This is an optimization exercise on Yosys and OpenROAD, whose aim is small area, a short achievable clock period and few clock cycles per item, not a production implementation. Only simulation tests tie the RTL to the original design; equivalence was not proved. Power figures rest on the tool's default switching activity, not on a simulated workload.

==> flow/design.v, too long to show whole: its modules and the start of the top module <==
// module warp_offset: 1412 lines
module warp_offset (
    input  wire         clk,
    input  wire         rst,
    input  wire         in_valid,
    output wire         in_ready,
    input  wire [14:0]  in_x,
    input  wire [23:0]  in_row,
    input  wire [23:0]  in_rows,
    input  wire [7:0]   in_pitch,
    input  wire [7:0]   in_beam_slow,
    input  wire [7:0]   in_facet_slow,
    input  wire [7:0]   in_slip,
    input  wire [7:0]   in_scr_w_m1,
    input  wire [7:0]   in_scr_h_m1,
    input  wire [7:0]   in_scr_x0,
    input  wire [7:0]   in_scr_y0,
    output wire [7:0]   node_addr_a,
    output wire [7:0]   node_addr_b,
    input  wire [15:0]  node_data_a,
    input  wire [15:0]  node_data_b,
    output wire [24:0]  src_row_a,
    output wire [24:0]  src_row_b,
    output wire [14:0]  src_col,
    input  wire [7:0]   src_data_a,
    input  wire [7:0]   src_data_b,
    output wire [15:0]  scr_cell,
    input  wire [119:0] scr_data,
    output wire         out_valid,
    input  wire         out_ready,
    output wire [15:0]  out_offset,
    output wire         out_clamp,
    output wire [24:0]  out_ra,
    output wire [4:0]   out_w,
    output wire [24:0]  out_rn,
    output wire [7:0]   out_c,
    output wire [3:0]   out_level
);
  // ...
==> flow/flow/run.sh <==
#!/bin/bash
# The standard layout, with ORFS's timing repair aimed at a tighter
# setup target than the clock period (the SDC itself is unchanged).
# Gate cloning is off so that no register is duplicated.
set -euo pipefail
bash standard.sh SETUP_SLACK_MARGIN=9 SKIP_GATE_CLONING=1 finish > standard_make.log 2>&1
==> flow/standard.sh <==
#!/bin/bash
# synth_recipe.tcl (not shown) runs the flow's synth.tcl, then flattens the netlist and writes it again
# the make line also repeats each setting of config.mk as NAME=value (left out here)
make -C /OpenROAD-flow-scripts/flow DESIGN_CONFIG=/design/flow/config.mk WORK_HOME=/design/flow/orfs CLKGATE_MAP_FILE= SYNTH_SCRIPT=/design/flow/synth_recipe.tcl "${@:-finish}"
==> flow/config.mk <==
export PLATFORM = sky130hd
export DESIGN_NAME = warp_offset
export DESIGN_NICKNAME = warp_offset
export VERILOG_FILES = /design/flow/design.v
export SDC_FILE = /design/flow/constraint.sdc
export NUM_CORES = 4
export LEC_CHECK = 0
export CAP_MARGIN = 20
export CORE_MARGIN = 2
export CORE_UTILIZATION = 55
export PLACE_DENSITY = 0.7
export SLEW_MARGIN = 20
==> flow/constraint.sdc <==
create_clock -name core_clock -period 14.0 [get_ports {clk}]
set_input_delay 2.8000 -clock core_clock [delete_from_list [all_inputs] [get_ports {clk}]]
set_output_delay 2.8000 -clock core_clock [all_outputs]
set_load 0.01 [all_outputs]
==> notes.md, run 1 <==
* Maximum number of pins on one net before global-route repair at roughly 190
* Setup slack of the worst register-to-register path at approximately 8.6 ns
* Sink count of the clock tree at between 2000 and 3000
* Total of endpoints with negative setup slack in the final report at 0
* Antenna diode count at 12
* Launch instance of the worst min-delay path: s9x_q3[0]
* Ratio of cells with drive above 1 in the final layout at approximately 14%
* Reg2Reg Capture Point: cell_q14[14]
* Global-route met3 utilization at under 10%
* Result of the run: complete, no violations
* Critical Setup Path Class: flop to flop
* Proportion of power drawn by combinational gates at 47.0%
* TritonCTS clock tree: yes
* Die width at 470 µm
* Warnings, synthesis at 1
* Number of failing hold endpoints at the final stage at 0
* Worst-case hold slack at between 0.3 and 0.4 ns
* Mapped Nets at 9403
* Insertion delay of the later-clocked pin in the worst-skew pair at about 0.93 ns
* Total overflow reported by the global router at 0
* Total CTS buffers at roughly 290
* Total combinational power at around 17 mW
* Number of remaining DRC errors at 0
* Resized cells post-CTS at approximately 270
* Number of iterations in the first detailed-routing pass at 5
* Core Area at between 200000 and 250000 µm²
Testbench counts, summed over its fixed seeds: cycles 1,776, items 1,600.
==> inputs of run 2 (changes only) <==
--- a/flow/design.v
+++ b/flow/design.v
@@ -221,4 +221,4 @@
     wire [24:0] dr25_w;
+    reg  [24:0] dr25_q1;
     wire [7:0] dr_w;
-    reg  [7:0] dr_q1;
     reg  [7:0] dr_q2;
@@ -290,5 +290,3 @@
     wire [7:0] k_w;
-    reg  [7:0] k_q5;
     wire [0:0] sat_w;
-    reg  [0:0] sat_q5;
     wire [6:0] fr_w;
@@ -297,7 +295,11 @@
     reg  [6:0] fr_q7;
+    wire [7:0] nada_w;
+    reg  [7:0] nada_q5;
+    reg  [7:0] nada_q6;
+    wire [7:0] nadb_w;
+    reg  [7:0] nadb_q5;
+    reg  [7:0] nadb_q6;
     wire [7:0] a1_w;
     reg  [7:0] a1_q6;
-    wire [15:0] na_d_w;
     wire [15:0] na_w;
-    wire [15:0] nb_d_w;
     wire [15:0] nb_w;
@@ -329,8 +331,2 @@
     wire [6:0] hh_w;
-    reg  [6:0] hh_q1;
-    reg  [6:0] hh_q2;
-    reg  [6:0] hh_q3;
-    reg  [6:0] hh_q4;
-    reg  [6:0] hh_q5;
-    reg  [6:0] hh_q6;
     wire [7:0] add_w;
@@ -638,2 +634,3 @@
     reg  [7:0] xe_r7_q13;
+    reg  [7:0] xe_r7_q14;
     wire [9:0] yd_t0_w;
@@ -724,4 +721,5 @@
     reg  [7:0] ye_r7_q13;
+    wire [15:0] cellm_w;
+    reg  [15:0] cellm_q14;
     wire [15:0] cell_w;
-    reg  [15:0] cell_q14;
     reg  [15:0] cell_q15;
@@ -742,4 +740,2 @@
     reg  [24:0] rn_q22;
-    reg  [15:0] na_h;
-    reg  [15:0] nb_h;
     reg  [7:0] sda_h;
@@ -756,3 +752,3 @@
     assign dr25_w = {1'b0, in_rows} - {1'b0, in_row};
-    assign dr_w = ($signed(dr25_w) > 25'sd65) ? 8'd65 : ($signed(dr25_w) < -25'sd65) ? 8'hBF : dr25_w[7:0];
+    assign dr_w = ($signed(dr25_q1) > 25'sd65) ? 8'd65 : ($signed(dr25_q1) < -25'sd65) ? 8'hBF : dr25_q1[7:0];
     assign sathi_w = x_w[14:8] > pm_w;
@@ -786,7 +782,7 @@
     assign fr_w = sat_w ? 7'd0 : kd_r7_w;
+    assign nada_w = sat_w ? 8'hFF : k_w;
+    assign nadb_w = k_w + 8'd1;
     assign a1_w = {1'b0, fr_q5} + {2'b0, pm_q5[6:1]};
-    assign na_d_w = node_data_a;
-    assign na_w = hv ? na_h : na_d_w;
-    assign nb_d_w = node_data_b;
-    assign nb_w = hv ? nb_h : nb_d_w;
+    assign na_w = node_data_a;
+    assign nb_w = node_data_b;
     assign d_w = {nb_w[15], nb_w} - {na_w[15], na_w};
@@ -795,4 +791,4 @@
     assign nap_w = {na_w[15], na_w} + {{7{s3_q6[9]}}, s3_q6};
-    assign hh_w = {1'b0, pm_w[6:1]} + {6'd0, pm_w[0]};
-    assign add_w = s_w ? a1_q6 : {1'b0, hh_q6};
+    assign hh_w = {1'b0, pm_q6[6:1]} + {6'd0, pm_q6[0]};
+    assign add_w = s_w ? a1_q6 : {1'b0, hh_w};
     assign v_w = {7'd0, du_q7} * {16'd0, fr_q7} + {15'd0, add_q7};
@@ -1013,3 +1009,4 @@
     assign ye_r7_w = ye_q7_w ? ye_t7_w[7:0] : 8'({ye_r6_w, s9y_q12[0]});
-    assign cell_w = {8'd0, ye_r7_q13} * {8'd0, wm1_q13} + {8'd0, ye_r7_q13} + {8'd0, xe_r7_q13};
+    assign cellm_w = {8'd0, ye_r7_q13} * {8'd0, wm1_q13} + {8'd0, ye_r7_q13};
+    assign cell_w = cellm_q14 + {8'd0, xe_r7_q14};
     assign csum2_w = f4s_q20 + f4c_q20 + 13'd16;
@@ -1122,4 +1119,4 @@
             s9y_q12 <= s9y_q11;
-            dr_q1 <= dr_w;
-            dr_q2 <= dr_q1;
+            dr25_q1 <= dr25_w;
+            dr_q2 <= dr_w;
             dr_q3 <= dr_q2;
@@ -1163,4 +1160,2 @@
             kd_r6_q4 <= kd_r6_w;
-            k_q5 <= k_w;
-            sat_q5 <= sat_w;
             fr_q5 <= fr_w;
@@ -1168,2 +1163,6 @@
             fr_q7 <= fr_q6;
+            nada_q5 <= nada_w;
+            nada_q6 <= nada_q5;
+            nadb_q5 <= nadb_w;
+            nadb_q6 <= nadb_q5;
             a1_q6 <= a1_w;
@@ -1190,8 +1189,2 @@
             nap_q16 <= nap_q15;
-            hh_q1 <= hh_w;
-            hh_q2 <= hh_q1;
-            hh_q3 <= hh_q2;
-            hh_q4 <= hh_q3;
-            hh_q5 <= hh_q4;
-            hh_q6 <= hh_q5;
             add_q7 <= add_w;
@@ -1352,2 +1345,3 @@
             xe_r7_q13 <= xe_r7_q12;
+            xe_r7_q14 <= xe_r7_q13;
             yd_r1_q1 <= yd_r1_w;
@@ -1365,4 +1359,4 @@
             ye_r7_q13 <= ye_r7_w;
-            cell_q14 <= cell_w;
-            cell_q15 <= cell_q14;
+            cellm_q14 <= cellm_w;
+            cell_q15 <= cell_w;
             cell_q16 <= cell_q15;
@@ -1391,4 +1385,2 @@
         if (!adv && !hv) begin
-            na_h <= na_d_w;
-            nb_h <= nb_d_w;
             sda_h <= sda_d_w;
@@ -1398,4 +1390,4 @@
     end
-    assign node_addr_a = sat_q5 ? 8'hFF : k_q5;
-    assign node_addr_b = k_q5 + 8'd1;
+    assign node_addr_a = sv ? nada_q6 : nada_q5;
+    assign node_addr_b = sv ? nadb_q6 : nadb_q5;
     assign src_row_a = ra_q18;
--- a/flow/flow/run.sh
+++ b/flow/flow/run.sh
@@ -5,2 +5,2 @@
 set -euo pipefail
-bash standard.sh SETUP_SLACK_MARGIN=9 SKIP_GATE_CLONING=1 finish > standard_make.log 2>&1
+bash standard.sh SETUP_SLACK_MARGIN=9.4 SKIP_GATE_CLONING=1 finish > standard_make.log 2>&1
--- a/flow/config.mk
+++ b/flow/config.mk
@@ -10,2 +10,4 @@
 export CORE_UTILIZATION = 55
+export CTS_CLUSTER_DIAMETER = 120
+export CTS_CLUSTER_SIZE = 30
 export PLACE_DENSITY = 0.7
==> notes.md, run 2 <==
* Result of the run: complete, no violations (unchanged)
* Source of the worst register-to-register timing path: fr_q7[3] (was wm1_q13[1])
* Root cell of the clock tree: sky130_fd_sc_hd__clkbuf_16 (unchanged)
* Critical path data required time at 14.54 ns (was 14.64 ns)
* Filler Cells Inserted at 15600 (was 15300)
* Number of standard cells in the layout, taps in and fillers out at 11800 (was 12000)
* Number of enable flip-flop cells after synthesis at 2536 (was 2578)
* Proportion of power drawn by combinational gates at 52.1% (was 47.0%)
* Power dissipated by switching net loads at 11.6 mW (was 12.7 mW)
* Total CTS buffers at 96 (was 286)
* Io pins at 482 (unchanged)
* Vertical extent of the die at 469 µm (was 470 µm)
* Post-route setup TNS at 0 ns (unchanged)
* Signed area change from the synthesized netlist to the final layout at 14.4% (was 17.4%)
* Synth unique cells at 85 (was 89)
* Int Pwr at 21.6 mW (was 24.2 mW)
* Overall track demand over capacity in global routing at 18.7% (was 19.5%)
* IO buf count at 481 (unchanged)
* Insertion delay of the later-clocked pin in the worst-skew pair at 0.78 ns (was 0.93 ns)
* Syn Area/Cell at 14.9 µm² (about the same)
* Number of remaining DRC errors at 0 (unchanged)
* CTS Hold Buffers Added at 0 (unchanged)
* Critical path startpoint: fr_q7[3] (was wm1_q13[1])
* Gate Count Post-Synth at 7979 (was 8042)
* Fraction of synthesized cell area in xor and xnor cells at 3.77% (was 3.61%)
* Number of vias in the routed layout at 62700 (was 64100)
* Last weighted congestion value of the routability-driven placer at 0.853 (was 0.867)
* Area of the die at 220000 µm² (was 221000 µm²)
* Leading cell types in the layout, fill and taps excluded: sky130_fd_sc_hd__edfxtp_1 (2536), sky130_fd_sc_hd__inv_1 (923), sky130_fd_sc_hd__ha_1 (767) (was sky130_fd_sc_hd__edfxtp_1 (2578), sky130_fd_sc_hd__inv_1 (959), sky130_fd_sc_hd__ha_1 (777))
* Ratio of cells with drive above 1 in the final layout at 15.9% (was 13.9%)
* Post-synthesis simple-gate area fraction at 4.78% (was 4.70%)
* Total overflow reported by the global router at 0 (unchanged)
* Post-synth top cells: sky130_fd_sc_hd__edfxtp_1 (2536), sky130_fd_sc_hd__inv_1 (982), sky130_fd_sc_hd__ha_1 (818), sky130_fd_sc_hd__xnor2_1 (391), sky130_fd_sc_hd__a21oi_1 (366) (was sky130_fd_sc_hd__edfxtp_1 (2578), sky130_fd_sc_hd__inv_1 (985), sky130_fd_sc_hd__ha_1 (823), sky130_fd_sc_hd__a21oi_1 (517), sky130_fd_sc_hd__xnor2_1 (347))
* Max FO, Critical Path at 5 (was 4)
* TritonCTS clock tree: yes (unchanged)
* Fraction of registers with async set/reset at 0% (unchanged)
* Complex-gate fraction of the synthesized area at 6.14% (was 6.46%)
* Global-route wire length before repair at 333000 µm (was 346000 µm)
* Worst slew margin relative to its limit at 24.2% (was 28.2%)
* Mapped Nets at 9331 (was 9403)
* RSZ-0062 raised after global routing: yes (unchanged)
* NumNets Final at 10300 (about the same)
* Number of iterations in the first detailed-routing pass at 7 (was 5)
* Fraction of synthesized area in multiplexers at 4.68% (was 3.97%)
* Dominant combinational cell family by area after synthesis: adder cells (unchanged)
* Die width at 469 µm (was 470 µm)
* Number of failing hold endpoints at the final stage at 0 (unchanged)
* Leakage dissipation at 55.7 nW (was 57.5 nW)
* Flop pwr share at 37.6% (was 34.1%)
* HPWL Detailed at 144000 µm (was 151000 µm)
* Share of total power in the clock network at 10.4% (was 19.0%)
* Utilization after layout at 63.4% (was 64.8%)
* Dominant cell type by area after synthesis: sky130_fd_sc_hd__edfxtp_1 (unchanged)
* Launch instance of the worst min-delay path: x_q3[0] (was s9x_q3[0])
* Most frequently used flop master after synthesis: sky130_fd_sc_hd__edfxtp_1 (unchanged)
* Most common library cell in the layout ignoring fill and taps: sky130_fd_sc_hd__edfxtp_1 (unchanged)
* Overall Power at 33.2 mW (was 36.9 mW)
* Worst hold path class: flop to flop (unchanged)
* Peak supply drop at 0.000343 V (was 0.000371 V)
* Core Area at 215000 µm² (was 217000 µm²)
* Nature of the critical path endpoint: flop (unchanged)
* Largest buffer count on any clock path at 3 (was 4)
* Critical Setup Path Class: flop to flop (unchanged)
* # Max-Cap Violations at 0 (unchanged)
* Number of global-route vias before repair at 63200 (was 66300)
* Adder-Cell Fraction of Synth Area at 12.5% (was 12.6%)
* Warnings, synthesis at 1 (unchanged)
* Sink count of the clock tree at 2576 (was 2602)
* Post-synthesis register bit count at 2576 (was 2602)
* Clock-pin slew of the registers on the worst-case setup and hold paths at 0.11 ns (was 0.06 ns)
* Period Utilization, post-route at 38.0% (was 38.5%)
* Number of rows created at floorplan at 170 (was 171)
* Post-route antenna net violation count at 0 (unchanged)
* DRC violation total after the first TritonRoute iteration at 3902 (was 3631)
* Setup skew after layout at 0.0330 ns (was 0.0591 ns)
* Avg WL per Cell at 17.9 µm (was 18.1 µm)
* Least-Margin Pin Slew at 1.14 ns (was 1.08 ns)
* Achievable frequency at 188 MHz (was 185 MHz)
* Switching fraction of total power at 35.0% (was 34.5%)
* Signal arrival time at the worst endpoint at 5.87 ns (was 6.03 ns)
* Total of endpoints with negative setup slack in the final report at 0 (unchanged)
* Portion of synthesized cell area occupied by the leading cell type at 64.0% (was 64.8%)
* Count of H-tree levels built during CTS at 3 (was 5)
* Vias per inst at 5.31 (was 5.33)
* Setup slack of the critical path after layout at 8.68 ns (was 8.61 ns)
* Pre-CTS setup slack at 7.56 ns (was 6.69 ns)
* Critical path launch point type: flop (unchanged)
* Total power density per cell area at 244 nW/µm² (was 263 nW/µm²)
* Starting utilization of the core area at 55.4% (was 55.2%)
* Number of placed instances with taps included at 11300 (about the same)
* Number of slew-limit violations in the final report at 0 (unchanged)
* Detailed-route wire length at 211000 µm (was 217000 µm)
* Maximum number of pins on one net before global-route repair at 209 (was 186)
* Sequential area share after synthesis at 64.6% (was 65.2%)
* Post-synthesis instance area at 119000 µm² (about the same)
* Dominant cell by count in the synthesized netlist: sky130_fd_sc_hd__edfxtp_1 (unchanged)
* Minimum clock period at 5.32 ns (was 5.39 ns)
* Top post-synthesis cells by area: sky130_fd_sc_hd__edfxtp_1 (64%), sky130_fd_sc_hd__ha_1 (8.6%), sky130_fd_sc_hd__fa_1 (4.0%), sky130_fd_sc_hd__mux2_2 (3.4%), sky130_fd_sc_hd__inv_1 (3.1%) (was sky130_fd_sc_hd__edfxtp_1 (65%), sky130_fd_sc_hd__ha_1 (8.6%), sky130_fd_sc_hd__fa_1 (4.0%), sky130_fd_sc_hd__inv_1 (3.1%), sky130_fd_sc_hd__mux2_2 (2.8%))
* Antenna violations before repair at 3 (was 19)
## run 2: cell count changes after synthesis, moves of 16 or more
cell / change
sky130_fd_sc_hd__xor2_1: -25
sky130_fd_sc_hd__and2_1: -18
sky130_fd_sc_hd__o21a_1: +36
sky130_fd_sc_hd__a21o_1: -28
sky130_fd_sc_hd__edfxtp_1: -42
sky130_fd_sc_hd__mux2_2: +62
sky130_fd_sc_hd__o21bai_1: -43
sky130_fd_sc_hd__xnor2_1: +44
sky130_fd_sc_hd__a21oi_1: -151
sky130_fd_sc_hd__dfxtp_1: +16
sky130_fd_sc_hd__o21ai_0: +71
## run 2: cells by family after synthesis
kind of cell	Yosys count
AO/OA/AOI/OAI	1138
adder cells (fa/ha/maj)	1053
multiplexers	504
flip-flops	2576
AND/OR/NAND/NOR	1126
buffers and inverters	1070
XOR/XNOR	512
## run 2: worst max-delay path, cell delays in order (launching register included)
cell	delay, ns
sky130_fd_sc_hd__edfxtp_1	0.41
sky130_fd_sc_hd__buf_6	0.15
sky130_fd_sc_hd__buf_6	0.11
sky130_fd_sc_hd__and2_4	0.13
sky130_fd_sc_hd__fa_1	0.56
sky130_fd_sc_hd__fa_2	0.45
sky130_fd_sc_hd__fa_1	0.54
sky130_fd_sc_hd__inv_2	0.04
sky130_fd_sc_hd__fa_2	0.53
sky130_fd_sc_hd__inv_2	0.04
sky130_fd_sc_hd__ha_4	0.16
sky130_fd_sc_hd__a211oi_4	0.23
sky130_fd_sc_hd__o2111ai_1	0.14
sky130_fd_sc_hd__and3_1	0.22
sky130_fd_sc_hd__o41a_1	0.36
sky130_fd_sc_hd__a41o_1	0.21
sky130_fd_sc_hd__o41a_1	0.35
sky130_fd_sc_hd__a21bo_1	0.22
sky130_fd_sc_hd__a21oi_2	0.14
sky130_fd_sc_hd__xnor2_1	0.08
## run 2: metrics by stage
step	hold slack (ns)	instance area [µm²]
3_3_place_gp	0.400	127000
2_1_floorplan	0.400	119000
5_1_grt	0.409	136000
3_5_place_dp	0.405	127000
4_1_cts	0.408	133000
6_report	0.402	136000
## run 2: final cells by class
cell class	instances	area, µm²	share of cell area (%)
clock inverter	11	148	0.108
sequential	2576	77000	56.5
inverter	987	3720	2.73
multi-input combinational	4333	40500	29.7
tap	2838	3550	2.61
clock buffer	127	2520	1.85
antenna	2	5.00	0.00368
timing repair buffer	927	8730	6.42
## run 2: what timing repair did
action	4_1_cts	5_1_grt
gates resized for setup	567	408
pin swaps	178	255
endpoints found under the setup margin	497	437
buffers inserted	251	158
## run 2: path summary, 6_finish.rpt
| check | end | slack [ns] | depth (start not counted) |
|---|---|---|---|
| worst max register to register | v_q8[21] | 8.68 | 19 |
| worst min-delay path | x_q4[0] | 0.40 | 0 |
| worst min register to register | x_q4[0] | 0.40 | 0 |
| worst max-delay path | v_q8[21] | 8.68 | 19 |
## run 2: metal layers
layer	up-vias	wire (µm)	global-route usage, %
met3	228	8090	2.23
li1	30700	-	-
met1	30700	92700	25.4
met2	1089	105000	31.9
met5	-	0	0
met4	0	5410	5.33
## run 2: power groups by stage
| stage | clock (mW) | sequential, mW | combinational (mW) |
|---|---|---|---|
| after floorplan | 0 | 12.3 | 10.9 |
| after global placement | 0 | 12.6 | 13.9 |
| after detailed placement | 0 | 12.7 | 14.3 |
| after CTS | 3.60 | 12.5 | 16.1 |
| after global routing | 3.84 | 12.7 | 19.3 |
| final | 3.45 | 12.5 | 17.3 |
Testbench counts of run 2, summed over its fixed seeds: cycles 1,776, items 1,600.
==> inputs of run 3 (changes only) <==
--- a/flow/config.mk
+++ b/flow/config.mk
@@ -10,4 +10,2 @@
 export CORE_UTILIZATION = 55
-export CTS_CLUSTER_DIAMETER = 120
-export CTS_CLUSTER_SIZE = 30
 export PLACE_DENSITY = 0.7
==> notes.md, run 3 <==
* Result of the run: complete, no violations (unchanged)
* Fraction of synthesized cell area in xor and xnor cells at 3.77% (unchanged)
* Worst slew margin relative to its limit at 28.9% (was 24.2%)
* Gate Count Post-Synth at 7979 (unchanged)
* Critical Path, Cell by Cell: and2_4, fa_1, fa_1, fa_1, inv_2, fa_1, inv_2, ha_4, a211oi_4, o2111ai_1, and3_1, o41a_1, a41o_1, o41a_1, a21bo_1, a21oi_2, xnor2_1 (was buf_6, buf_6, and2_4, fa_1, fa_2, fa_1, inv_2, fa_2, inv_2, ha_4, a211oi_4, o2111ai_1, and3_1, o41a_1, a41o_1, o41a_1, a21bo_1, a21oi_2, xnor2_1)
* IO buf count at 481 (unchanged)
* Most frequently used flop master after synthesis: sky130_fd_sc_hd__edfxtp_1 (unchanged)
* Post-synthesis instance area at 119000 µm² (unchanged)
* TritonCTS clock tree: yes (unchanged)
* HPWL Detailed at 144000 µm (unchanged)
* Worst hold endpoint: x_q13[11] (was x_q4[0])
* Overall track demand over capacity in global routing at 19.3% (was 18.7%)
* WP buf/inv at 2 (was 4)
* Adder-Cell Fraction of Synth Area at 12.5% (unchanged)
* Number of failing hold endpoints at the final stage at 0 (unchanged)
* Reg2Reg Capture Point: v_q8[21] (unchanged)
* Most common library cell in the layout ignoring fill and taps: sky130_fd_sc_hd__edfxtp_1 (unchanged)
* Io pins at 482 (unchanged)
* Max FO, Critical Path at 5 (unchanged)
* Dominant combinational cell family by area after synthesis: adder cells (unchanged)
* Total of endpoints with negative setup slack in the final report at 0 (unchanged)
* Insertion delay of the later-clocked pin in the worst-skew pair at 0.92 ns (was 0.78 ns)
* Library cell appearing most often on the critical path: sky130_fd_sc_hd__fa_1
* Post-route antenna net violation count at 0 (unchanged)
* Largest buffer count on any clock path at 4 (was 3)
* Signal arrival time at the worst endpoint at 5.94 ns (was 5.87 ns)
* Count of H-tree levels built during CTS at 5 (was 3)
* Antenna violations before repair at 3 (unchanged)
* Fraction of synthesized area in multiplexers at 4.68% (unchanged)
* CTS Hold Buffers Added at 0 (unchanged)
* Final Cell Area at 142000 µm² (was 136000 µm²)
* Fraction of registers with async set/reset at 0% (unchanged)
* Number of rows created at floorplan at 170 (unchanged)
* Leading cell types in the layout, fill and taps excluded: sky130_fd_sc_hd__edfxtp_1 (2536), sky130_fd_sc_hd__inv_1 (937), sky130_fd_sc_hd__ha_1 (772) (was sky130_fd_sc_hd__edfxtp_1 (2536), sky130_fd_sc_hd__inv_1 (923), sky130_fd_sc_hd__ha_1 (767))
* Portion of synthesized cell area occupied by the leading cell type at 64.0% (unchanged)
* Number of placed instances with taps included at 11300 (unchanged)
* Number of remaining DRC errors at 0 (unchanged)
* Ratio of cells with drive above 1 in the final layout at 17.7% (was 15.9%)
* Post-synthesis simple-gate area fraction at 4.78% (unchanged)
* Launch instance of the worst min-delay path: x_q12[11] (was x_q3[0])
* Synth unique cells at 85 (unchanged)
* Total CTS buffers at 286 (was 96)
* Starting utilization of the core area at 55.4% (unchanged)
* Number of slew-limit violations in the final report at 0 (unchanged)
* Maximum number of pins on one net before global-route repair at 209 (unchanged)
* Source of the worst register-to-register timing path: fr_q7[2] (was fr_q7[3])
* Syn Area/Cell at 14.9 µm² (unchanged)
* Detailed-route wire length at 216000 µm (was 211000 µm)
* Signed area change from the synthesized netlist to the final layout at 19.1% (was 14.4%)
* Nature of the critical path endpoint: flop (unchanged)
* Avg WL per Cell at 17.9 µm (about the same)
* Period Utilization, post-route at 37.8% (was 38.0%)
* Area of the die at 220000 µm² (unchanged)
* Setup skew after layout at 0.0597 ns (was 0.0330 ns)
* Number of global-route vias before repair at 65300 (was 63200)
* Clock-pin slew of the registers on the worst-case setup and hold paths at 0.06 ns (was 0.11 ns)
* Total power density per cell area at 259 nW/µm² (was 244 nW/µm²)
* Number of iterations in the first detailed-routing pass at 6 (was 7)
* Global-route wire length before repair at 343000 µm (was 333000 µm)
* Post-synthesis register bit count at 2576 (unchanged)
* Worst-case hold slack at 0.371 ns (was 0.402 ns)
* Critical Setup Path Class: flop to flop (unchanged)
* Worst path max stage delay at 0.54 ns (was 0.56 ns)
* Mapped Nets at 9331 (unchanged)
* # Max-Cap Violations at 0 (unchanged)
* Post-synth top cells: sky130_fd_sc_hd__edfxtp_1 (2536), sky130_fd_sc_hd__inv_1 (982), sky130_fd_sc_hd__ha_1 (818), sky130_fd_sc_hd__xnor2_1 (391), sky130_fd_sc_hd__a21oi_1 (366) (unchanged)
* Slowest stage cell on the critical path: sky130_fd_sc_hd__edfxtp_1 (was sky130_fd_sc_hd__fa_1)
* Post-route setup TNS at 0 ns (unchanged)
* Dominant cell by count in the synthesized netlist: sky130_fd_sc_hd__edfxtp_1 (unchanged)
* Vertical extent of the die at 469 µm (unchanged)
* Critical path launch point type: flop (unchanged)
* Top post-synthesis cells by area: sky130_fd_sc_hd__edfxtp_1 (64%), sky130_fd_sc_hd__ha_1 (8.6%), sky130_fd_sc_hd__fa_1 (4.0%), sky130_fd_sc_hd__mux2_2 (3.4%), sky130_fd_sc_hd__inv_1 (3.1%) (unchanged)
* Least-Margin Pin Slew at 1.07 ns (was 1.14 ns)
* Leakage dissipation at 58.6 nW (was 55.7 nW)
* Number of standard cells in the layout, taps in and fillers out at 12100 (was 11800)
* Cells on worst reg2reg path at 17 (was 19)
* Minimum clock period at 5.29 ns (was 5.32 ns)
* Core Area at 215000 µm² (unchanged)
* Critical path data required time at 14.65 ns (was 14.54 ns)
* Die width at 469 µm (unchanged)
* Peak supply drop at 0.000388 V (was 0.000343 V)
* Warnings, synthesis at 1 (unchanged)
* Dominant cell type by area after synthesis: sky130_fd_sc_hd__edfxtp_1 (unchanged)
* Placed Instance Area at 127000 µm² (unchanged)
* Complex-gate fraction of the synthesized area at 6.14% (unchanged)
* Number of enable flip-flop cells after synthesis at 2536 (unchanged)
* Vias per inst at 5.28 (was 5.31)
* Kind of cell adding the most delay to the critical path: adder cells (unchanged)
* Total overflow reported by the global router at 0 (unchanged)
* Sequential area share after synthesis at 64.6% (unchanged)
* Root cell of the clock tree: sky130_fd_sc_hd__clkbuf_16 (unchanged)
* Number of vias in the routed layout at 64000 (was 62700)
* DRC violation total after the first TritonRoute iteration at 3903 (was 3902)
* Depth of the worst hold-timing path at 0 (unchanged)
* Achievable frequency at 189 MHz (was 188 MHz)
* Setup slack of the worst register-to-register path at 8.71 ns (was 8.68 ns)
* Sink count of the clock tree at 2576 (unchanged)
* Last weighted congestion value of the routability-driven placer at 0.853 (unchanged)
* Worst hold path class: flop to flop (unchanged)
* NumNets Final at 10400 (was 10300)
* RSZ-0062 raised after global routing: yes (unchanged)
[run 3: cell counts after synthesis]
No cell type changed its count.
[run 3: routing by layer]
layer	global-route usage [%]	vias up	wire length (µm)	share of wire, %
met5	0	-	0	0
met4	7.34	0	7600	3.5
met3	3.05	455	8270	3.8
li1	-	31200	-	-
met1	25.7	31100	94500	44
met2	32.1	1234	106000	49
[run 3: how the worst max path moves through the flow]
stage / depth (start not counted) / end / start / slack, ns
after global routing: 17 / v_q8[19] / fr_q7[2] / 8.58
after detailed placement: 13 / add_q7[1] / node_data_a[0] / 7.56
after floorplan: 3 / cmpv_h[0] / sv / 4.14
after global placement: 13 / add_q7[1] / node_data_a[0] / 7.59
after CTS: 19 / v_q8[21] / fr_q7[2] / 8.67
final: 17 / v_q8[21] / fr_q7[2] / 8.71
[run 3: power by group]
group          leakage, nW  internal [mW]  total, mW  switching [mW]
registers             26.8           11.5       12.5           0.982
logic                 27.5           8.59       17.1            8.48
clock network         4.36           4.31       7.16            2.85
total                 58.6           24.4       36.8            12.3
[run 3: what timing repair did]
item / in CTS / in global routing
pin swaps: 146 / 234
setup buffers: 236 / 141
gates resized for setup: 581 / 386
setup endpoints to repair: 590 / 362
[run 3: stage by stage]
stage               power (mW)  utilization, %  setup WS [ns]
CTS                       35.6            64.8           8.67
global placement          26.5            59.3           7.59
finish                    36.8            66.0           8.71
detailed placement        27.0            59.3           7.56
floorplan                 23.2               -           4.14
global route              39.4            66.0           8.58
[run 3: cell families after synthesis]
kind of cell	after synthesis
AO/OA/AOI/OAI	1138
XOR/XNOR	512
adder cells (fa/ha/maj)	1053
buffers and inverters	1070
flip-flops	2576
multiplexers	504
AND/OR/NAND/NOR	1126
[run 3: area by class of cell]
cell class	count	area, µm²
Multi-Input combinational cell	4333	40300
Clock inverter	142	1530
Inverter	987	3720
Timing Repair Buffer	894	8240
Sequential cell	2576	77000
Clock buffer	340	7420
Fill cell	15200	73100
Tap cell	2838	3550
Antenna cell	2	5.00

-- static timing again, ports no longer ideal --
The flow's constraints put no driver on any port. The routed layouts listed below were extracted and timed again, unchanged, in two steps.
Step 1 assumes that a clkbuf_16 drives the clock port and a buf_2 every other input.
Step 2 moves the port delays by t, midway between the first and last clock arrival at a register: inputs arrive t later, outputs are due t later. That takes back most of the time a late clock gives input paths.
a / b / c = no drivers / after step 1 / after step 2; a / b = the first two.
| run | t (ns) | setup WS [ns] | hold slack, ns | worst register clock-pin slew, ns |
|---|---|---|---|---|
| run 1 | 0.980 | 8.609 / 8.609 / 7.766 | 0.376 / 0.376 / 0.376 | 0.07 / 0.07 |
| run 2 | 0.853 | 8.678 / 8.678 / 8.573 | 0.402 / 0.402 / 0.402 | 0.12 / 0.12 |
| run 3 | 0.979 | 8.711 / 8.711 / 8.402 | 0.371 / 0.371 / 0.371 | 0.07 / 0.07 |
After both steps setup and hold are still met in every run listed. The setup slack of run 1, which loses most, moves by 0.000 ns with the drivers and by -0.843 ns with both steps.
